Source: an optimization exercise on an open RTL-to-GDS flow (aim: small area). Production flows keep margins and buffers that such runs may drop.
The RTL was checked by simulation tests, not by an equivalence proof against the original design.

===== design/flow/config.mk =====
export PLATFORM = sky130hd
export DESIGN_NAME = ds_frame_rx
export DESIGN_NICKNAME = ds_frame_rx
export VERILOG_FILES = /design/flow/design.v
export SDC_FILE = /design/flow/constraint.sdc
export NUM_CORES = 4
export LEC_CHECK = 0
export CAP_MARGIN = 20
export CORE_MARGIN = 2
export CORE_UTILIZATION = 40
export PLACE_DENSITY = 0.6
export SLEW_MARGIN = 20

===== design/flow/constraint.sdc =====
create_clock -name core_clock -period 50.0 [get_ports {clk}]
set_input_delay 10.0000 -clock core_clock [delete_from_list [all_inputs] [get_ports {clk}]]
set_output_delay 10.0000 -clock core_clock [all_outputs]
set_load 0.01 [all_outputs]

===== design/flow/design.v =====
module ds_frame_rx (
    input  wire         clk,
    input  wire         rst,         
    input  wire         lock,        
    input  wire         in_valid,    
    input  wire         in_hdr,      
    input  wire [255:0] in_body,     
    output reg          out_valid,
    output reg  [1:0]   out_type,    
    output reg  [255:0] out_body,
    output reg  [31:0]  out_fn,
    output wire [1:0]   state,       
    output reg          ev_sync_gained,
    output reg          ev_oof_entered,
    output reg          ev_hdr_bad,
    output reg          ev_hdr_invalid,
    output reg          ev_faw_bad,
    output reg          ev_fn_jump,
    output reg          ev_false_cand,
    output reg          ev_cand_ovf,
    output reg          ev_err_block,
    output reg          ev_bip_err,
    output reg  [4:0]   bip_bits
);
    localparam [1:0] ST_HUNT = 2'd0, ST_PRESYNC = 2'd1, ST_SYNC = 2'd2, ST_OOF = 2'd3;
    localparam [1:0] T_DATA = 2'd0, T_OAM = 2'd1, T_GMAP = 2'd2, T_HDR = 2'd3;
    localparam [12:0] FRAME_LAST = 13'd7999;
    localparam [31:0] FN_LAST    = 32'd4292607999;
    localparam [55:0] TYPE_FAW   = 56'h1E5B3C96E1A47D;
    reg  [1:0]  st;
    reg  [12:0] bc;             
    reg  [3:0]  cand_v;
    reg  [12:0] cand_p [0:3];
    reg  [31:0] cand_n [0:3];
    reg  [12:0] vpos;           
    reg  [12:0] fidx;           
    reg  [31:0] cur_fn;         
    reg  [6:0]  cur_g;          
    reg  [6:0]  last_g;         
    reg         cur_hv;         
    reg         cur_oam;        
    reg  [1:0]  faw_cnt;        
    reg  [30:0] scr;            
    reg  [15:0] bip_acc;        
    reg         vp_prev_valid;  
    reg  [31:0] vp_prev_fn;
    wire [7:0]  rx_type = in_body[255:248];
    wire [47:0] rx_faw  = in_body[247:200];
    wire [31:0] rx_fn   = in_body[199:168];
    wire        rx_es   = in_body[165];
    wire        rx_oam  = in_body[166];
    wire [6:0]  rx_g    = in_body[163:157];
    wire [15:0] rx_bip  = in_body[156:141];
    wire [14:0] rx_ptr  = in_body[140:126];
    wire [15:0] rx_hcrc = in_body[15:0];
    localparam [15:0] HCRC_ZERO = 16'h2a45;
    localparam [16*240-1:0] HCRC_MASKS = {
        240'h90ff642865822cc6d61b6ccbff8845253e82c0ab96a7c2cd82058e2c0c88,   
        240'hc87fb21432c116636b0db665ffc422929f416055cb53e166c102c7160644,   
        240'h643fd90a19608b31b586db32ffe211494fa0b02ae5a9f0b36081638b0322,   
        240'h321fec850cb04598dac36d997ff108a4a7d0581572d4f859b040b1c58191,   
        240'h89f0926ae3da0e0abb7ada074070c1776d6aeca12fcdbee15a25d6cecc40,   
        240'hc4f8493571ed07055dbd6d03a03860bbb6b5765097e6df70ad12eb676620,   
        240'he27c249ab8f68382aedeb681d01c305ddb5abb284bf36fb8568975b3b310,   
        240'hf13e124d5c7b41c1576f5b40e80e182eedad5d9425f9b7dc2b44bad9d988,   
        240'h789f0926ae3da0e0abb7ada074070c1776d6aeca12fcdbee15a25d6cecc4,   
        240'h3c4f8493571ed07055dbd6d03a03860bbb6b5765097e6df70ad12eb67662,   
        240'h1e27c249ab8f68382aedeb681d01c305ddb5abb284bf36fb8568975b3b31,   
        240'h1fec850cb04598dac36d997ff108a4a7d0581572d4f859b040b1c5819110,   
        240'h0ff642865822cc6d61b6ccbff8845253e82c0ab96a7c2cd82058e2c0c888,   
        240'h87fb21432c116636b0db665ffc422929f416055cb53e166c102c71606444,   
        240'h43fd90a19608b31b586db32ffe211494fa0b02ae5a9f0b36081638b03222,   
        240'h21fec850cb04598dac36d997ff108a4a7d0581572d4f859b040b1c581911    
    };
    integer i;
    wire [15:0] crc;
    genvar gi;
    generate
        for (gi = 0; gi < 16; gi = gi + 1) begin : g_crc
            assign crc[gi] = HCRC_ZERO[gi] ^ (^(in_body[255:16] & HCRC_MASKS[240*gi +: 240]));
        end
    endgenerate
    wire crc_ok = (crc == rx_hcrc);
    reg [5:0] faw_errs;
    always @* begin
        faw_errs = 6'd0;
        for (i = 0; i < 56; i = i + 1)
            faw_errs = faw_errs + {5'd0, in_body[200 + i] ^ TYPE_FAW[i]};
    end
    wire faw_good = (faw_errs <= 6'd2);
    wire [15:0] d_words = 16'd31988 - {7'd0, rx_g, 2'b00};    
    wire        fn_ok   = (rx_fn <= FN_LAST);
    wire        es_ok   = (rx_es == ((rx_fn % 32'd100) == 32'd0));
    wire        g_ok    = (rx_g <= 7'd64);
    wire        ptr_ok  = (rx_ptr == 15'h7FFF) || ({1'b0, rx_ptr} < d_words);
    wire        hv      = in_hdr && (rx_type == 8'h1E) && (rx_faw == TYPE_FAW[47:0]) &&
                          crc_ok && g_ok && fn_ok && es_ok && ptr_ok;
    wire [31:0] cur_fn_inc = (cur_fn == FN_LAST) ? 32'd0 : cur_fn + 32'd1;
    wire [31:0] vp_fn_inc  = (vp_prev_fn == FN_LAST) ? 32'd0 : vp_prev_fn + 32'd1;
    reg  [31:0] cand_inc [0:3];
    always @* begin
        for (i = 0; i < 4; i = i + 1)
            cand_inc[i] = (cand_n[i] == FN_LAST) ? 32'd0 : cand_n[i] + 32'd1;
    end
    wire [286:0] seq;
    wire [255:0] ks;
    wire [30:0]  scr_adv;
    generate
        for (gi = 0; gi < 31; gi = gi + 1) begin : g_seq_init
            assign seq[gi] = scr[30 - gi];
            assign scr_adv[gi] = seq[286 - gi];
        end
        for (gi = 31; gi < 287; gi = gi + 1) begin : g_seq
            assign seq[gi] = seq[gi - 31] ^ seq[gi - 28];
            assign ks[255 - (gi - 31)] = seq[gi];
        end
    endgenerate
    wire [30:0] seed_rx_x  = rx_fn[30:0] ^ 31'h55555555;
    wire [30:0] seed_rx    = (seed_rx_x == 31'd0) ? 31'h7FFFFFFF : seed_rx_x;
    wire [30:0] seed_inc_x = cur_fn_inc[30:0] ^ 31'h55555555;
    wire [30:0] seed_inc   = (seed_inc_x == 31'd0) ? 31'h7FFFFFFF : seed_inc_x;
    reg [15:0] fold;
    always @* begin
        fold = 16'd0;
        for (i = 0; i < 16; i = i + 1)
            fold = fold ^ in_body[16*i +: 16];
    end
    wire [15:0] bip_diff = rx_bip ^ bip_acc;
    reg  [4:0]  bip_pop;
    always @* begin
        bip_pop = 5'd0;
        for (i = 0; i < 16; i = i + 1)
            bip_pop = bip_pop + {4'd0, bip_diff[i]};
    end
    wire        blk       = lock && in_valid;
    wire        at_vpos   = (st == ST_SYNC || st == ST_OOF) && (bc == vpos);
    wire [12:0] bc_next   = (bc == FRAME_LAST) ? 13'd0 : bc + 13'd1;
    reg        cm_hit;
    reg [1:0]  cm_idx;
    reg        cm_ok;
    always @* begin
        cm_hit = 1'b0;
        cm_idx = 2'd0;
        for (i = 3; i >= 0; i = i - 1)
            if (cand_v[i] && cand_p[i] == bc) begin
                cm_hit = 1'b1;
                cm_idx = i[1:0];
            end
        cm_ok = cm_hit && hv && (rx_fn == cand_inc[cm_idx]);
    end
    wire vp_ok = (st == ST_OOF) && at_vpos && hv && vp_prev_valid && (rx_fn == vp_fn_inc);
    reg  [3:0] v_after;
    reg        free_hit;
    reg [1:0]  free_idx;
    always @* begin
        v_after = cand_v;
        if (cm_hit) v_after[cm_idx] = 1'b0;
        free_hit = 1'b0;
        free_idx = 2'd0;
        for (i = 3; i >= 0; i = i - 1)
            if (!v_after[i]) begin
                free_hit = 1'b1;
                free_idx = i[1:0];
            end
    end
    always @(posedge clk) begin
        out_valid      <= 1'b0;
        ev_sync_gained <= 1'b0;
        ev_oof_entered <= 1'b0;
        ev_hdr_bad     <= 1'b0;
        ev_hdr_invalid <= 1'b0;
        ev_faw_bad     <= 1'b0;
        ev_fn_jump     <= 1'b0;
        ev_false_cand  <= 1'b0;
        ev_cand_ovf    <= 1'b0;
        ev_err_block   <= 1'b0;
        ev_bip_err     <= 1'b0;
        bip_bits       <= 5'd0;
        if (rst || !lock) begin
            st            <= ST_HUNT;
            bc            <= 13'd0;
            cand_v        <= 4'd0;
            vpos          <= 13'd0;
            fidx          <= 13'd0;
            cur_fn        <= 32'd0;
            cur_g         <= 7'd0;
            last_g        <= 7'd0;
            cur_hv        <= 1'b0;
            cur_oam       <= 1'b0;
            faw_cnt       <= 2'd0;
            scr           <= 31'd0;
            bip_acc       <= 16'd0;
            vp_prev_valid <= 1'b0;
            vp_prev_fn    <= 32'd0;
            if (rst) begin
                out_type <= 2'd0;
                out_body <= 256'd0;
                out_fn   <= 32'd0;
            end
        end else if (blk) begin
            bc <= bc_next;
            if (st == ST_SYNC) begin
                if (at_vpos) begin
                    ev_err_block <= !in_hdr;
                    fidx    <= 13'd1;
                    bip_acc <= 16'd0;
                    if (!hv) begin
                        ev_hdr_bad     <= 1'b1;
                        ev_hdr_invalid <= crc_ok;
                    end
                    if (!faw_good && faw_cnt == 2'd3) begin
                        st             <= ST_OOF;
                        ev_oof_entered <= 1'b1;
                        cur_hv         <= 1'b0;
                        cur_oam        <= 1'b0;
                        vp_prev_valid  <= 1'b0;
                        faw_cnt        <= 2'd0;
                    end else begin
                        if (faw_good) begin
                            faw_cnt <= 2'd0;
                        end else begin
                            faw_cnt    <= faw_cnt + 2'd1;
                            ev_faw_bad <= 1'b1;
                        end
                        if (hv) begin
                            if (rx_fn != cur_fn_inc) ev_fn_jump <= 1'b1;
                            if (cur_hv && bip_diff != 16'd0) begin
                                ev_bip_err <= 1'b1;
                                bip_bits   <= bip_pop;
                            end
                            cur_fn    <= rx_fn;
                            cur_g     <= rx_g;
                            last_g    <= rx_g;
                            cur_hv    <= 1'b1;
                            cur_oam   <= rx_oam;
                            scr       <= seed_rx;
                            out_valid <= 1'b1;
                            out_type  <= T_HDR;
                            out_body  <= in_body;
                            out_fn    <= rx_fn;
                        end else begin
                            cur_fn  <= cur_fn_inc;
                            cur_g   <= last_g;
                            cur_hv  <= 1'b0;
                            cur_oam <= 1'b0;
                            scr     <= seed_inc;
                        end
                    end
                end else begin
                    fidx <= fidx + 13'd1;
                    if (fidx <= 13'd2) begin
                        ev_err_block <= !in_hdr;
                        if (cur_oam) begin
                            out_valid <= 1'b1;
                            out_type  <= T_OAM;
                            out_body  <= in_body;
                            out_fn    <= cur_fn;
                        end
                    end else if (fidx <= 13'd2 + {6'd0, cur_g}) begin
                        ev_err_block <= !in_hdr;
                        if (cur_hv) begin
                            out_valid <= 1'b1;
                            out_type  <= T_GMAP;
                            out_body  <= in_body;
                            out_fn    <= cur_fn;
                        end
                    end else begin
                        ev_err_block <= in_hdr;
                        out_valid <= 1'b1;
                        out_type  <= T_DATA;
                        out_body  <= in_body ^ ks;
                        out_fn    <= cur_fn;
                        scr       <= scr_adv;
                        bip_acc   <= bip_acc ^ fold;
                    end
                end
            end else begin
                if (st == ST_OOF && at_vpos) begin
                    if (!hv) begin
                        ev_hdr_bad     <= 1'b1;
                        ev_hdr_invalid <= crc_ok;
                    end
                    vp_prev_valid <= hv;
                    vp_prev_fn    <= rx_fn;
                end
                if (vp_ok || cm_ok) begin
                    st             <= ST_SYNC;
                    ev_sync_gained <= 1'b1;
                    cand_v         <= 4'd0;
                    vpos           <= bc;
                    fidx           <= 13'd1;
                    faw_cnt        <= 2'd0;
                    bip_acc        <= 16'd0;
                    cur_fn         <= rx_fn;
                    cur_g          <= rx_g;
                    last_g         <= rx_g;
                    cur_hv         <= 1'b1;
                    cur_oam        <= rx_oam;
                    scr            <= seed_rx;
                    out_valid      <= 1'b1;
                    out_type       <= T_HDR;
                    out_body       <= in_body;
                    out_fn         <= rx_fn;
                end else begin
                    if (cm_hit) ev_false_cand <= 1'b1;
                    if (hv) begin
                        if (free_hit) begin
                            cand_v         <= v_after | (4'd1 << free_idx);
                            cand_p[free_idx] <= bc;
                            cand_n[free_idx] <= rx_fn;
                        end else begin
                            cand_v      <= v_after;
                            ev_cand_ovf <= 1'b1;
                        end
                    end else begin
                        cand_v <= v_after;
                    end
                    if (st != ST_OOF) begin
                        if (hv || (v_after != 4'd0)) st <= ST_PRESYNC;
                        else                         st <= ST_HUNT;
                    end
                end
            end
        end
    end
    assign state = st;
endmodule

===== design/flow/run.sh =====
#!/bin/bash
# synth_recipe.tcl (not shown) runs the flow's synth.tcl, then flattens the netlist and writes it again
# the make line also repeats each setting of config.mk as NAME=value (left out here)
make -C /OpenROAD-flow-scripts/flow DESIGN_CONFIG=/design/flow/config.mk WORK_HOME=/design/flow/orfs CLKGATE_MAP_FILE= SYNTH_SCRIPT=/design/flow/synth_recipe.tcl finish

==> run_results.csv <==
group,metric,value,unit
placement,place_area,0.0939,mm2
die,initial_core_util,40.2,%
die,dieWidth,463,um
setup_path,crit_buf_inv,20,
logic_synthesis,syn_nets,10344,
setup_path,worst_ep_required_time,50.37,ns
run,cap_violations,0,
setup_path,crit_path_end_kind,"flop",
timing,drv_slew,0,
timing,slew-limit-headroom,14.6,%
detailed_routing,drt-vias-per-instance,6.39,
timing,tightest_slew,1.27,ns
timing,fin_crit_sh,96.9,%
timing,layout_setup_ws,1.56,ns
placement,globalplace.congestion,1.08,
detailed_routing,drt_iter0_drc,11103,
layout,fin_nets,11068,
layout,final_util,46.3,%
setup_path,crit_path_frequent_cell,"buf_4",
clock_tree,cts_max_path_buffers,3,
hold_path,hold_class,"flop to flop",
global_routing,grt.total_usage,38.5,%
clock_tree,h-tree-depth,3,
global_routing,grt_max_degree,153,
placement,pre_cts_ws,0.0708,ns
detailed_routing,wl_per_cell,32.2,um
status,outcome,"finished clean",
setup_path,cp-start-kind,"primary input",
logic_synthesis,yosys_warnings,2,
global_routing,antenna_found_initial,22,
die,num_rows,168,
setup_path,cpPeakStageDelay,0.81,ns
setup_path,crit_type,"primary input to flop",
global_routing,first_global_vias,80132,
layout,final_common_cell,"xnor2_1",
die,num_io_pins,569,
detailed_routing,vias,86099,
global_routing,grt_pass1_wl,603000,um
die,dieArea,0.214,mm2
logic_synthesis,synth_seq_area_share,21.2,%
logic_synthesis,synth-edff-count,470,
timing,setup_viol,0,
clock_tree,holdBufCountCts,0,
detailed_routing,antenna_left,0,
clock_tree,cts_tree,"yes",
logic_synthesis,synthesis.area,0.0841,mm2
die,coreArea,0.209,mm2
timing,fin_skew,0.0399,ns
clock_tree,clkSinkCount,654,
setup_path,path_delay_family,"compound AO/OA/AOI/OAI gates",
layout,area_growth,15.2,%
clock_tree,clkTransAtPathRegs,0.07,ns
logic_synthesis,synth-seq-cells,654,
logic_synthesis,synthCells,9873,
logic_synthesis,ys_types,209,
layout,mostFrequentLayoutCells,"xnor2_1 (1652), nor2_1 (675), buf_4 (675)",
layout,layout-drive-gt1-share,16.2,%
timing,hold_viol,0,
clock_tree,clk_latency,0.71,ns
clock_tree,cts_buffers,69,
timing,clock.fmax,20.6,MHz
setup_path,arrival,48.81,ns
placement,port_buffers,568,
clock_tree,cts_root_buf,"clkbuf_16",
layout,fin_area,0.0969,mm2
logic_synthesis,ys.flop_type,"edfxtp_1",
setup_path,cpMaxStageDelayCell,"nor3_1",
logic_synthesis,async_flop_share,0,%
die,die-height,463,um
detailed_routing,first_pass_iters,7,
detailed_routing,drt_wl_total,434000,um
placement,dp_hpwl,346000,um
timing,period_needed,48.44,ns
setup_path,crit_fanout,36,
global_routing,grt_remaining_overflow,0,
detailed_routing,drc_errors,0,
logic_synthesis,syn_avg_cell_area,8.52,um2
-- final cells by class --
| cell class | instances | area [um2] |
|---|---|---|
| fill | 20657 | 112000 |
| multi-input combinational | 8366 | 61300 |
| sequential | 654 | 17800 |
| timing repair buffer | 1263 | 11000 |
| tap | 2805 | 3510 |
| clock buffer | 73 | 1770 |
| inverter | 243 | 916 |
| clock inverter | 52 | 494 |
| antenna | 10 | 25.0 |
-- worst paths after layout --
check | from | end | slack [ns] | cells past startpoint
max | in_body[185] | out_body[56]$_SDFFCE_PN0P_ | 1.56 | 127
min | faw_cnt[1]$_SDFFE_PN0P_ | faw_cnt[1]$_SDFFE_PN0P_ | 0.47 | 2
max reg2reg | bc[8]$_SDFFE_PN0P_ | out_body[56]$_SDFFCE_PN0P_ | 42.34 | 21
min reg2reg | faw_cnt[1]$_SDFFE_PN0P_ | faw_cnt[1]$_SDFFE_PN0P_ | 0.47 | 2
-- per-layer routing --
metal	up-vias	share of wire (%)	global-route usage [%]
met3	1204	9.2	6.41
met5	-	0.013	0
met4	8	8.0	24.9
met2	5275	44	60.8
li1	37572	-	-
met1	42040	39	48.7
-- cell families (layout without fill, tap and decap cells) --
logic type	count (synthesis)	after routing	synth area share [%]
DFF	654	654	21.2
other	0	10	0
AOI/OAI and AO/OA	2494	2495	21.2
muxes	198	198	2.55
xor gates and xnor gates	2146	2146	22.8
adders and majority gates	212	212	3.65
and+or+nand+nor	3315	3315	21.8
buffers and inverters	854	1631	6.89
-- flip-flops by register name, summed over array words and instances (netlist names), 13 cells and up --
name,cells
cur_fn,32
vpos,13
out_fn,32
cand_p,52
bip_acc,16
scr,31
bc,13
cand_n,128
vp_prev_fn,32
out_body,256
fidx,13
-- metrics by stage --
step	instances	hold slack, ns	setup TNS (ns)
global placement	13306	0.449	-72.61
floorplan	9873	0.440	0
detailed placement	13307	0.460	0
global route	13461	0.501	-0.169
CTS	13432	0.469	0
finish	13466	0.471	0
-- worst reg2reg max path: cells and delay by family, from the launching register on --
| family | cells | cell delay [ns] |
|---|---|---|
| AOI/OAI and AO/OA | 6 | 1.72 |
| xor gates and xnor gates | 2 | 0.30 |
| buffers and inverters | 5 | 1.41 |
| DFF | 1 | 0.82 |
| and+or+nand+nor | 8 | 3.08 |
-- Yosys cell counts, types with 39 or more instances --
cell / count / area, um2
nor3_1: 259 / 1300
buf_6: 146 / 1640
o2111ai_1: 39 / 342
ha_1: 154 / 1930
nand4_1: 181 / 1130
edfxtp_1: 470 / 14100
or3_1: 297 / 1860
nand3_1: 330 / 1650
dfxtp_1: 184 / 3680
a211oi_1: 87 / 653
xnor2_1: 1678 / 14700
nor4_1: 113 / 707
o211ai_1: 71 / 533
fa_1: 56 / 1120
a21oi_1: 605 / 3030
o21a_1: 49 / 368
and2_1: 68 / 425
clkbuf_8: 88 / 1210
and3_1: 115 / 719
o21ai_0: 493 / 2470
clkbuf_1: 257 / 965
nand2_1: 611 / 2290
o31ai_1: 55 / 413
xor2_1: 430 / 3770
mux2i_1: 131 / 1310
o22ai_1: 86 / 538
a21oi_2: 61 / 534
a31oi_1: 130 / 813
o21ai_1: 78 / 390
nor2_1: 679 / 2550
inv_1: 227 / 852
-- timing repair --
item,CTS,global route
gates resized for setup,0,81
buffers inserted,0,22
endpoints found under the setup margin,0,606

what the ideal ports hide:
In the flow no input, the clock included, has a driving cell. The finished layout below was timed again as built, in two steps. Step 1 (the two cells are an assumption about what drives the block):
set clk [get_ports {clk}]
set_driving_cell -lib_cell sky130_fd_sc_hd__clkbuf_16 $clk
set_driving_cell -lib_cell sky130_fd_sc_hd__buf_2 [delete_from_list [all_inputs] $clk]
Step 2 also shifts input and output timing later by t, the mid clock arrival at the registers, as if the neighbouring blocks saw the same clock. a / b / c = ideal / step 1 / step 2; a / b = the first two.
t, ns: 0.778
setup WS [ns]: 1.562 / 1.613 / 0.835
worst slew at a driven data input, ns: 0.17
After both steps setup and hold are still met in this run. The setup slack of this run moves by +0.051 ns with the drivers and by -0.727 ns with both steps.
